Context: an optimization exercise on an open-source flow, tuned for small area, a short achievable clock period and few clock cycles per item. The choices shown serve that exercise and are no tape-out recipe.
Function not checked in this run: the RTL went through the layout flow alone.

==> design/flow/run.sh <==
#!/bin/bash
# synth_recipe.tcl (not shown) runs the flow's synth.tcl, then flattens the netlist and writes it again
# the make line also repeats each setting of config.mk as NAME=value (left out here)
make -C /OpenROAD-flow-scripts/flow DESIGN_CONFIG=/design/flow/config.mk WORK_HOME=/design/flow/orfs CLKGATE_MAP_FILE= SYNTH_SCRIPT=/design/flow/synth_recipe.tcl finish
==> design/flow/config.mk <==
export PLATFORM = sky130hd
export DESIGN_NAME = ce_aes
export DESIGN_NICKNAME = ce_aes
export VERILOG_FILES = /design/flow/design.v
export SDC_FILE = /design/flow/constraint.sdc
export NUM_CORES = 4
export LEC_CHECK = 0
export CAP_MARGIN = 20
export CORE_MARGIN = 2
export CORE_UTILIZATION = 20
export GPL_ROUTABILITY_DRIVEN = 1
export PLACE_DENSITY = 0.3
export SLEW_MARGIN = 20
==> design/flow/constraint.sdc <==
create_clock -name core_clock -period 10.0 [get_ports {clk}]
set_input_delay 2.0000 -clock core_clock [delete_from_list [all_inputs] [get_ports {clk}]]
set_output_delay 2.0000 -clock core_clock [all_outputs]
set_load 0.01 [all_outputs]
==> design/flow/design.v <==
module ce_aes_sbox (
    input  wire [7:0] sbox_in,
    output reg  [7:0] sbox_out
);
  always @(*) begin
    case (sbox_in)
      8'h00: sbox_out = 8'h63;
      8'h01: sbox_out = 8'h7c;
      8'h02: sbox_out = 8'h77;
      8'h03: sbox_out = 8'h7b;
      8'h04: sbox_out = 8'hf2;
      8'h05: sbox_out = 8'h6b;
      8'h06: sbox_out = 8'h6f;
      8'h07: sbox_out = 8'hc5;
      8'h08: sbox_out = 8'h30;
      8'h09: sbox_out = 8'h01;
      8'h0a: sbox_out = 8'h67;
      8'h0b: sbox_out = 8'h2b;
      8'h0c: sbox_out = 8'hfe;
      8'h0d: sbox_out = 8'hd7;
      8'h0e: sbox_out = 8'hab;
      8'h0f: sbox_out = 8'h76;
      8'h10: sbox_out = 8'hca;
      8'h11: sbox_out = 8'h82;
      8'h12: sbox_out = 8'hc9;
      8'h13: sbox_out = 8'h7d;
      8'h14: sbox_out = 8'hfa;
      8'h15: sbox_out = 8'h59;
      8'h16: sbox_out = 8'h47;
      8'h17: sbox_out = 8'hf0;
      8'h18: sbox_out = 8'had;
      8'h19: sbox_out = 8'hd4;
      8'h1a: sbox_out = 8'ha2;
      8'h1b: sbox_out = 8'haf;
      8'h1c: sbox_out = 8'h9c;
      8'h1d: sbox_out = 8'ha4;
      8'h1e: sbox_out = 8'h72;
      8'h1f: sbox_out = 8'hc0;
      8'h20: sbox_out = 8'hb7;
      8'h21: sbox_out = 8'hfd;
      8'h22: sbox_out = 8'h93;
      8'h23: sbox_out = 8'h26;
      8'h24: sbox_out = 8'h36;
      8'h25: sbox_out = 8'h3f;
      8'h26: sbox_out = 8'hf7;
      8'h27: sbox_out = 8'hcc;
      8'h28: sbox_out = 8'h34;
      8'h29: sbox_out = 8'ha5;
      8'h2a: sbox_out = 8'he5;
      8'h2b: sbox_out = 8'hf1;
      8'h2c: sbox_out = 8'h71;
      8'h2d: sbox_out = 8'hd8;
      8'h2e: sbox_out = 8'h31;
      8'h2f: sbox_out = 8'h15;
      8'h30: sbox_out = 8'h04;
      8'h31: sbox_out = 8'hc7;
      8'h32: sbox_out = 8'h23;
      8'h33: sbox_out = 8'hc3;
      8'h34: sbox_out = 8'h18;
      8'h35: sbox_out = 8'h96;
      8'h36: sbox_out = 8'h05;
      8'h37: sbox_out = 8'h9a;
      8'h38: sbox_out = 8'h07;
      8'h39: sbox_out = 8'h12;
      8'h3a: sbox_out = 8'h80;
      8'h3b: sbox_out = 8'he2;
      8'h3c: sbox_out = 8'heb;
      8'h3d: sbox_out = 8'h27;
      8'h3e: sbox_out = 8'hb2;
      8'h3f: sbox_out = 8'h75;
      8'h40: sbox_out = 8'h09;
      8'h41: sbox_out = 8'h83;
      8'h42: sbox_out = 8'h2c;
      8'h43: sbox_out = 8'h1a;
      8'h44: sbox_out = 8'h1b;
      8'h45: sbox_out = 8'h6e;
      8'h46: sbox_out = 8'h5a;
      8'h47: sbox_out = 8'ha0;
      8'h48: sbox_out = 8'h52;
      8'h49: sbox_out = 8'h3b;
      8'h4a: sbox_out = 8'hd6;
      8'h4b: sbox_out = 8'hb3;
      8'h4c: sbox_out = 8'h29;
      8'h4d: sbox_out = 8'he3;
      8'h4e: sbox_out = 8'h2f;
      8'h4f: sbox_out = 8'h84;
      8'h50: sbox_out = 8'h53;
      8'h51: sbox_out = 8'hd1;
      8'h52: sbox_out = 8'h00;
      8'h53: sbox_out = 8'hed;
      8'h54: sbox_out = 8'h20;
      8'h55: sbox_out = 8'hfc;
      8'h56: sbox_out = 8'hb1;
      8'h57: sbox_out = 8'h5b;
      8'h58: sbox_out = 8'h6a;
      8'h59: sbox_out = 8'hcb;
      8'h5a: sbox_out = 8'hbe;
      8'h5b: sbox_out = 8'h39;
      8'h5c: sbox_out = 8'h4a;
      8'h5d: sbox_out = 8'h4c;
      8'h5e: sbox_out = 8'h58;
      8'h5f: sbox_out = 8'hcf;
      8'h60: sbox_out = 8'hd0;
      8'h61: sbox_out = 8'hef;
      8'h62: sbox_out = 8'haa;
      8'h63: sbox_out = 8'hfb;
      8'h64: sbox_out = 8'h43;
      8'h65: sbox_out = 8'h4d;
      8'h66: sbox_out = 8'h33;
      8'h67: sbox_out = 8'h85;
      8'h68: sbox_out = 8'h45;
      8'h69: sbox_out = 8'hf9;
      8'h6a: sbox_out = 8'h02;
      8'h6b: sbox_out = 8'h7f;
      8'h6c: sbox_out = 8'h50;
      8'h6d: sbox_out = 8'h3c;
      8'h6e: sbox_out = 8'h9f;
      8'h6f: sbox_out = 8'ha8;
      8'h70: sbox_out = 8'h51;
      8'h71: sbox_out = 8'ha3;
      8'h72: sbox_out = 8'h40;
      8'h73: sbox_out = 8'h8f;
      8'h74: sbox_out = 8'h92;
      8'h75: sbox_out = 8'h9d;
      8'h76: sbox_out = 8'h38;
      8'h77: sbox_out = 8'hf5;
      8'h78: sbox_out = 8'hbc;
      8'h79: sbox_out = 8'hb6;
      8'h7a: sbox_out = 8'hda;
      8'h7b: sbox_out = 8'h21;
      8'h7c: sbox_out = 8'h10;
      8'h7d: sbox_out = 8'hff;
      8'h7e: sbox_out = 8'hf3;
      8'h7f: sbox_out = 8'hd2;
      8'h80: sbox_out = 8'hcd;
      8'h81: sbox_out = 8'h0c;
      8'h82: sbox_out = 8'h13;
      8'h83: sbox_out = 8'hec;
      8'h84: sbox_out = 8'h5f;
      8'h85: sbox_out = 8'h97;
      8'h86: sbox_out = 8'h44;
      8'h87: sbox_out = 8'h17;
      8'h88: sbox_out = 8'hc4;
      8'h89: sbox_out = 8'ha7;
      8'h8a: sbox_out = 8'h7e;
      8'h8b: sbox_out = 8'h3d;
      8'h8c: sbox_out = 8'h64;
      8'h8d: sbox_out = 8'h5d;
      8'h8e: sbox_out = 8'h19;
      8'h8f: sbox_out = 8'h73;
      8'h90: sbox_out = 8'h60;
      8'h91: sbox_out = 8'h81;
      8'h92: sbox_out = 8'h4f;
      8'h93: sbox_out = 8'hdc;
      8'h94: sbox_out = 8'h22;
      8'h95: sbox_out = 8'h2a;
      8'h96: sbox_out = 8'h90;
      8'h97: sbox_out = 8'h88;
      8'h98: sbox_out = 8'h46;
      8'h99: sbox_out = 8'hee;
      8'h9a: sbox_out = 8'hb8;
      8'h9b: sbox_out = 8'h14;
      8'h9c: sbox_out = 8'hde;
      8'h9d: sbox_out = 8'h5e;
      8'h9e: sbox_out = 8'h0b;
      8'h9f: sbox_out = 8'hdb;
      8'ha0: sbox_out = 8'he0;
      8'ha1: sbox_out = 8'h32;
      8'ha2: sbox_out = 8'h3a;
      8'ha3: sbox_out = 8'h0a;
      8'ha4: sbox_out = 8'h49;
      8'ha5: sbox_out = 8'h06;
      8'ha6: sbox_out = 8'h24;
      8'ha7: sbox_out = 8'h5c;
      8'ha8: sbox_out = 8'hc2;
      8'ha9: sbox_out = 8'hd3;
      8'haa: sbox_out = 8'hac;
      8'hab: sbox_out = 8'h62;
      8'hac: sbox_out = 8'h91;
      8'had: sbox_out = 8'h95;
      8'hae: sbox_out = 8'he4;
      8'haf: sbox_out = 8'h79;
      8'hb0: sbox_out = 8'he7;
      8'hb1: sbox_out = 8'hc8;
      8'hb2: sbox_out = 8'h37;
      8'hb3: sbox_out = 8'h6d;
      8'hb4: sbox_out = 8'h8d;
      8'hb5: sbox_out = 8'hd5;
      8'hb6: sbox_out = 8'h4e;
      8'hb7: sbox_out = 8'ha9;
      8'hb8: sbox_out = 8'h6c;
      8'hb9: sbox_out = 8'h56;
      8'hba: sbox_out = 8'hf4;
      8'hbb: sbox_out = 8'hea;
      8'hbc: sbox_out = 8'h65;
      8'hbd: sbox_out = 8'h7a;
      8'hbe: sbox_out = 8'hae;
      8'hbf: sbox_out = 8'h08;
      8'hc0: sbox_out = 8'hba;
      8'hc1: sbox_out = 8'h78;
      8'hc2: sbox_out = 8'h25;
      8'hc3: sbox_out = 8'h2e;
      8'hc4: sbox_out = 8'h1c;
      8'hc5: sbox_out = 8'ha6;
      8'hc6: sbox_out = 8'hb4;
      8'hc7: sbox_out = 8'hc6;
      8'hc8: sbox_out = 8'he8;
      8'hc9: sbox_out = 8'hdd;
      8'hca: sbox_out = 8'h74;
      8'hcb: sbox_out = 8'h1f;
      8'hcc: sbox_out = 8'h4b;
      8'hcd: sbox_out = 8'hbd;
      8'hce: sbox_out = 8'h8b;
      8'hcf: sbox_out = 8'h8a;
      8'hd0: sbox_out = 8'h70;
      8'hd1: sbox_out = 8'h3e;
      8'hd2: sbox_out = 8'hb5;
      8'hd3: sbox_out = 8'h66;
      8'hd4: sbox_out = 8'h48;
      8'hd5: sbox_out = 8'h03;
      8'hd6: sbox_out = 8'hf6;
      8'hd7: sbox_out = 8'h0e;
      8'hd8: sbox_out = 8'h61;
      8'hd9: sbox_out = 8'h35;
      8'hda: sbox_out = 8'h57;
      8'hdb: sbox_out = 8'hb9;
      8'hdc: sbox_out = 8'h86;
      8'hdd: sbox_out = 8'hc1;
      8'hde: sbox_out = 8'h1d;
      8'hdf: sbox_out = 8'h9e;
      8'he0: sbox_out = 8'he1;
      8'he1: sbox_out = 8'hf8;
      8'he2: sbox_out = 8'h98;
      8'he3: sbox_out = 8'h11;
      8'he4: sbox_out = 8'h69;
      8'he5: sbox_out = 8'hd9;
      8'he6: sbox_out = 8'h8e;
      8'he7: sbox_out = 8'h94;
      8'he8: sbox_out = 8'h9b;
      8'he9: sbox_out = 8'h1e;
      8'hea: sbox_out = 8'h87;
      8'heb: sbox_out = 8'he9;
      8'hec: sbox_out = 8'hce;
      8'hed: sbox_out = 8'h55;
      8'hee: sbox_out = 8'h28;
      8'hef: sbox_out = 8'hdf;
      8'hf0: sbox_out = 8'h8c;
      8'hf1: sbox_out = 8'ha1;
      8'hf2: sbox_out = 8'h89;
      8'hf3: sbox_out = 8'h0d;
      8'hf4: sbox_out = 8'hbf;
      8'hf5: sbox_out = 8'he6;
      8'hf6: sbox_out = 8'h42;
      8'hf7: sbox_out = 8'h68;
      8'hf8: sbox_out = 8'h41;
      8'hf9: sbox_out = 8'h99;
      8'hfa: sbox_out = 8'h2d;
      8'hfb: sbox_out = 8'h0f;
      8'hfc: sbox_out = 8'hb0;
      8'hfd: sbox_out = 8'h54;
      8'hfe: sbox_out = 8'hbb;
      8'hff: sbox_out = 8'h16;
      default: sbox_out = 8'h00;
    endcase
  end
endmodule
module ce_aes (
    input  wire         clk,
    input  wire         rst,        
    input  wire         start,
    input  wire         key_256,    
    input  wire [255:0] key,
    input  wire [127:0] din,
    output wire         ready,
    output reg          done,
    output reg  [127:0] dout
);
  reg         busy;
  reg  [3:0]  round;       
  reg         k256;
  reg  [127:0] state;
  reg  [127:0] kcur;       
  reg  [127:0] knxt;       
  reg  [7:0]  rcon;
  assign ready = !busy;
  wire accept = start && !busy;
  wire [3:0] last_round = k256 ? 4'd14 : 4'd10;
  wire final_round = (round == last_round);
  wire [31:0]  g_in    = k256 ? knxt[31:0] : kcur[31:0];
  wire         use_rot = k256 ? round[0] : 1'b1;
  wire [31:0]  g_sub;
  ce_aes_sbox u_ks0 (.sbox_in(g_in[31:24]), .sbox_out(g_sub[31:24]));
  ce_aes_sbox u_ks1 (.sbox_in(g_in[23:16]), .sbox_out(g_sub[23:16]));
  ce_aes_sbox u_ks2 (.sbox_in(g_in[15:8]),  .sbox_out(g_sub[15:8]));
  ce_aes_sbox u_ks3 (.sbox_in(g_in[7:0]),   .sbox_out(g_sub[7:0]));
  wire [31:0] g_out = use_rot ? ({g_sub[23:0], g_sub[31:24]} ^ {rcon, 24'h000000})
                              : g_sub;
  wire [31:0] w0 = kcur[127:96] ^ g_out;
  wire [31:0] w1 = kcur[95:64]  ^ w0;
  wire [31:0] w2 = kcur[63:32]  ^ w1;
  wire [31:0] w3 = kcur[31:0]   ^ w2;
  wire [127:0] kexp = {w0, w1, w2, w3};
  wire [127:0] round_key = k256 ? knxt : kexp;
  wire [127:0] sb;    
  genvar n;
  generate
    for (n = 0; n < 16; n = n + 1) begin : g_sbox
      ce_aes_sbox u_sb (.sbox_in(state[127-8*n -: 8]), .sbox_out(sb[127-8*n -: 8]));
    end
  endgenerate
  wire [127:0] sr;
  generate
    for (n = 0; n < 16; n = n + 1) begin : g_shift
      localparam integer R = n % 4;
      localparam integer C = n / 4;
      localparam integer SRC = 4 * ((C + R) % 4) + R;
      assign sr[127-8*n -: 8] = sb[127-8*SRC -: 8];
    end
  endgenerate
  function [7:0] xtime;
    input [7:0] a;
    xtime = {a[6:0], 1'b0} ^ (a[7] ? 8'h1b : 8'h00);
  endfunction
  function [31:0] mix_column;
    input [31:0] c;
    reg [7:0] a0, a1, a2, a3;
    begin
      a0 = c[31:24];
      a1 = c[23:16];
      a2 = c[15:8];
      a3 = c[7:0];
      mix_column = {xtime(a0) ^ xtime(a1) ^ a1 ^ a2 ^ a3,
                    a0 ^ xtime(a1) ^ xtime(a2) ^ a2 ^ a3,
                    a0 ^ a1 ^ xtime(a2) ^ xtime(a3) ^ a3,
                    xtime(a0) ^ a0 ^ a1 ^ a2 ^ xtime(a3)};
    end
  endfunction
  wire [127:0] mc = {mix_column(sr[127:96]), mix_column(sr[95:64]),
                     mix_column(sr[63:32]),  mix_column(sr[31:0])};
  wire [127:0] round_out = (final_round ? sr : mc) ^ round_key;
  always @(posedge clk) begin
    if (rst) begin
      busy <= 1'b0;
      done <= 1'b0;
    end else begin
      done <= 1'b0;
      if (accept) begin
        busy  <= 1'b1;
        k256  <= key_256;
        round <= 4'd1;
        rcon  <= 8'h01;
        kcur  <= key[255:128];
        knxt  <= key[127:0];
        state <= din ^ key[255:128];
      end else if (busy) begin
        state <= round_out;
        round <= round + 4'd1;
        if (use_rot)
          rcon <= xtime(rcon);
        if (k256) begin
          kcur <= knxt;
          knxt <= kexp;
        end else begin
          kcur <= kexp;
        end
        if (final_round) begin
          busy <= 1'b0;
          done <= 1'b1;
          dout <= round_out;
        end
      end
    end
  end
endmodule
==> results.txt <==
==> kinds of logic after synthesis <==
family / share of synthesized area
AOI/OAI and AO/OA: 0.377
xor gates and xnor gates: 0.0847
adders and majority gates: 0.0337
buffers and inverters: 0.0691
DFF: 0.173
muxes: 0.0346
and+or+nand+nor: 0.228
==> cell type report <==
cell class | count | area [sq um] | area share
diodes | 29 | 72.6 | 0.000567
clock buffers | 147 | 3140 | 0.0245
clock inverters | 57 | 582 | 0.00454
inverters | 182 | 699 | 0.00546
multi-input cells | 12926 | 81700 | 0.638
flip-flops and latches | 655 | 18400 | 0.143
well taps | 6994 | 8750 | 0.0683
repair buffers | 1680 | 14700 | 0.115
==> metrics by stage <==
| stage | instance area (sq um) | setup slack [ns] |
|---|---|---|
| floorplan | 106000 | 0.517 |
| global placement | 124000 | 0.277 |
| detailed placement | 124000 | 0.625 |
| CTS | 128000 | 0.605 |
| global route | 128000 | 0.223 |
| finish | 128000 | 0.342 |
==> layer usage <==
layer / wire, microns / GRT usage
met3: 80700 / 0.0713
met5: 170 / 0
met2: 371000 / 0.464
met1: 366000 / 0.407
met4: 52900 / 0.150
==> cell usage after synthesis, types with 130 or more instances <==
cell      count  area share
nand2_1    1773       0.063
nor2_1     1630       0.058
a21oi_1    1361       0.064
o21ai_0    1263       0.059
clkbuf_1   1007       0.036
xnor2_1     616       0.051
edfxtp_1    525        0.15
nand3_1     508       0.024
nor3_1      477       0.022
o211ai_1    404       0.029
a211oi_1    334       0.024
a31oi_1     328       0.019
buf_2       327       0.015
xor2_1      307       0.025
ha_1        286       0.034
mux2i_1     216       0.020
o22ai_1     190       0.011
a221oi_1    188       0.015
buf_1       183      0.0065
a311oi_1    170       0.014
nand2b_1    147      0.0087
o221ai_1    146       0.012
inv_1       145      0.0051
o311ai_0    140       0.012
and3_1      138      0.0081
dfxtp_1     130       0.024
==> cells in the final DEF, fill, tap and decap left out, types with 88 or more instances in the layout <==
master / count
o21ai_0: 1257
nand4_1: 116
o311ai_0: 140
nor2_1: 1614
a31oi_1: 324
a2111oi_0: 88
a211o_1: 94
a21o_1: 91
o221ai_1: 146
clkdlybuf4s50_1: 517
o31ai_1: 113
a211oi_1: 329
nand3_1: 505
buf_4: 1098
a311oi_1: 170
o22ai_1: 190
a22oi_1: 91
a221oi_1: 185
dfxtp_1: 130
inv_1: 137
and2_1: 121
o2111ai_1: 91
and3_1: 131
nand2b_1: 147
ha_1: 286
clkbuf_16: 115
o211ai_1: 404
xor2_1: 304
a21oi_1: 1343
edfxtp_1: 525
or3_1: 91
nand2_1: 1767
nor3_1: 474
mux2i_1: 180
mux2_2: 96
xnor2_1: 612
==> critical path, cell delays in order, from the launching register on <==
cell and delay (ns):
edfxtp_1 0.39, buf_12 0.34, mux2i_1 0.52, ha_1 0.94
clkinv_1 0.17, buf_4 0.24, nor2_1 0.48, o22ai_1 0.27
o21ai_0 0.37, a311o_1 0.34, o22a_1 0.44, xnor3_1 0.28
o21a_1 0.40, xnor2_1 0.47, a21oi_1 0.28, a21boi_2 0.44
buf_4 0.38, ha_1 0.85, nor2_1 0.31, a21oi_1 0.27
nor2_1 0.08, a211oi_1 0.23, a21oi_1 0.07, a2111oi_0 0.56
nor4_1 0.26
==> flip-flops by register name, indices dropped and copies added (netlist names) <==
| register | count |
|---|---|
| k256 | 1 |
| rcon | 8 |
| kcur | 128 |
| done | 1 |
| dout | 128 |
| state | 128 |
| busy | 1 |
| g_sbox.u_sb.sbox_out | 128 |
| knxt | 128 |
| round | 4 |
==> worst min path at each step <==
stage	to	slack [ns]	cells past startpoint
floorplan	busy	0.48	1
global placement	round[3]	0.60	2
detailed placement	round[3]	0.60	2
CTS	round[3]	0.62	2
finish	rcon[6]	0.62	2
global route	rcon[6]	0.65	2
==> results.txt <==
- The synthesis warning total is 2.
- Setup violations remaining at the end of the flow were counted as 0.
- The initial antenna violation count is 64.
- The endpoint identified for the worst register-to-register timing path is g_sbox[0].u_sb.sbox_out[0].
- In this run the count of I/O pins placed on the die edge is roughly 520.
- The number of nets in the synthesized netlist is 16.0k.
- The number of gates given a new drive strength after cts is 0.
- The final critical delay including setup and external delays is 9.66 ns.
- The type of origin of the critical path is a flip-flop.
- Routability-driven placement finished with a final weighted congestion of 1.02.
- Detailed placement ended at an HPWL of 668 mm.
- Yosys mapped a number of flops with a built-in enable equal to 525.
- The first global-routing pass estimated 1180 mm of wire.
- The critical hold path startpoint is rcon[5].
- The kind of critical path is flip-flop to flip-flop.
- The fraction of synthesis flops using an asynchronous set or reset pin is 0.
- The hold violation count in the final report is 0.
- After routing, the total negative slack on setup checks comes to 0 ns.
- The deepest clock path buffer count is 4.
- The post-placement cell count is 22.4k.
- The filler cells instantiated in the layout total 59.7k.
- Along the worst path, the maximum fanout reaches 65.
- The number of global-route vias before repair came to 130k.
- The count of unresolved DRC violations after routing is 0.
- The final worst-path cycle share is 0.966.
- The required time reported for the critical path endpoint is about 11 ns.
- In this run, synthesis produced a sequential element count of 655.
- The worst slew margin relative to its limit is 0.138.
- The run finished with no timing, DRC or antenna violations.
- At the end of the flow, the number of nets in the layout was 16.2k.
- The setup fix buffers added after clock tree synthesis is 0.
- Buffers inserted to repair hold after CTS numbered 0.
- The total area inside the core boundary comes to 529,000 sq um.
- The capturing element type of the critical path is a flip-flop.
- Input and output buffers added on the ports amount to around 520.
- Among all flip-flop cells after synthesis, the most frequent one is edfxtp_1.
- The tool flagged a number of max-cap violations equal to 0.
- The startpoint identified for the worst register-to-register timing path is k256.
- The clock reaches the later pin of the worst-skew pair after 0.97 ns.
- Once layout is complete, the utilization of the core stands at 0.242.
- The peak clock frequency supported by timing is 104 MHz.
- After clock tree synthesis, the clock-pin slew on the worst setup and hold paths is 0.06 ns.
- The critical path ends at g_sbox[0].u_sb.sbox_out[0].
- The final worst hold slack is 0.617 ns.
- The global-route total usage across every layer is 0.307.
- The floorplan has roughly 270 rows.
- Setup repair after global routing left no endpoint under its margin.
- The initial core utilization is 0.201.
- Leaving out filler cells and counting taps, the final layout contains 22.7k.
- The number of instances in the synthesized netlist is 15.3k.
- Counting cells, the worst reg-to-reg path comes to 24.
- The number of unique standard cell types used by synthesis is 130.
- For this run, the register share of the synthesized area comes to 0.173.
- The critical path startpoint is k256.
- Relative to the synthesized area, the layout overhead comes to 20.5%.
- The synthesized area is 106,000 sq um.
- The final antenna-violating net count is 0.
- At the pin with the least slew margin, the transition time is 1.29 ns.
- Using the TritonRoute via totals, the vias-per-cell ratio works out to 6.09.
- The first detailed-routing pass took 7 iterations.
- The sum of routed wire length over all layers is 871 mm.
- Entering global routing, the biggest net connects about 100 pins.
- Clock tree synthesis found a total of around 660 sinks.
- The number of H-tree branching levels is 3.
- The clock arrives with 0.0845 ns of skew.
- The slack of the worst reg-to-reg path is 0.34 ns.
- The height of the chip is 733 microns.
- The root buffer selected by CTS is clkbuf_16.
- The TritonCTS clock tree is yes.
- The die covers 537,000 sq um.
- The number of design-rule violations left by the first detailed-router iteration is 19.9k.
- The clock buffer count from CTS is 112.
- Of the cells placed in the final design, the portion with a size suffix greater than 1 is 0.113.
- The width of the chip is 733 microns.
- Global routing finished with a remaining overflow of 0.
- The final max-slew violation count came to 0.
- Dividing the synthesized area by the synthesized cell count gives roughly 6.9 sq um.
- The number of vias in the routed layout is 138k.
- The data arrival time of the critical path is between 10 and 15 ns.
- In this run the worst hold path is classified as flip-flop to flip-flop.
- In the final routed layout, each cell accounts on average for 38.4 microns.

-- port drivers added, routing unchanged --
No port has a modelled driver above. Below, the same layout with a new extraction and two added sets of constraints.
Step 1 assumes that a clkbuf_16 drives the clock port and a buf_2 every other input.
Step 2 times the ports against the registers' clock, not the clock port: input delays grow and output delays shrink by t, the midpoint of the rising clock arrivals with the driver on.
Slacks: ideal / step 1 / step 2; pairs: ideal / step 1.
shift t [ns]: 1.040
slack for setup (ns): 0.342 / 0.342 / 0.342
hold slack, ns: 0.617 / 0.617 / 0.617
worst setup path after step 2: register to register
slew at the worst register clock pin (ns): 0.07 / 0.07
After both steps setup and hold are still met in this run. The setup slack of this run moves by 0.000 ns with the drivers and by 0.000 ns with both steps.
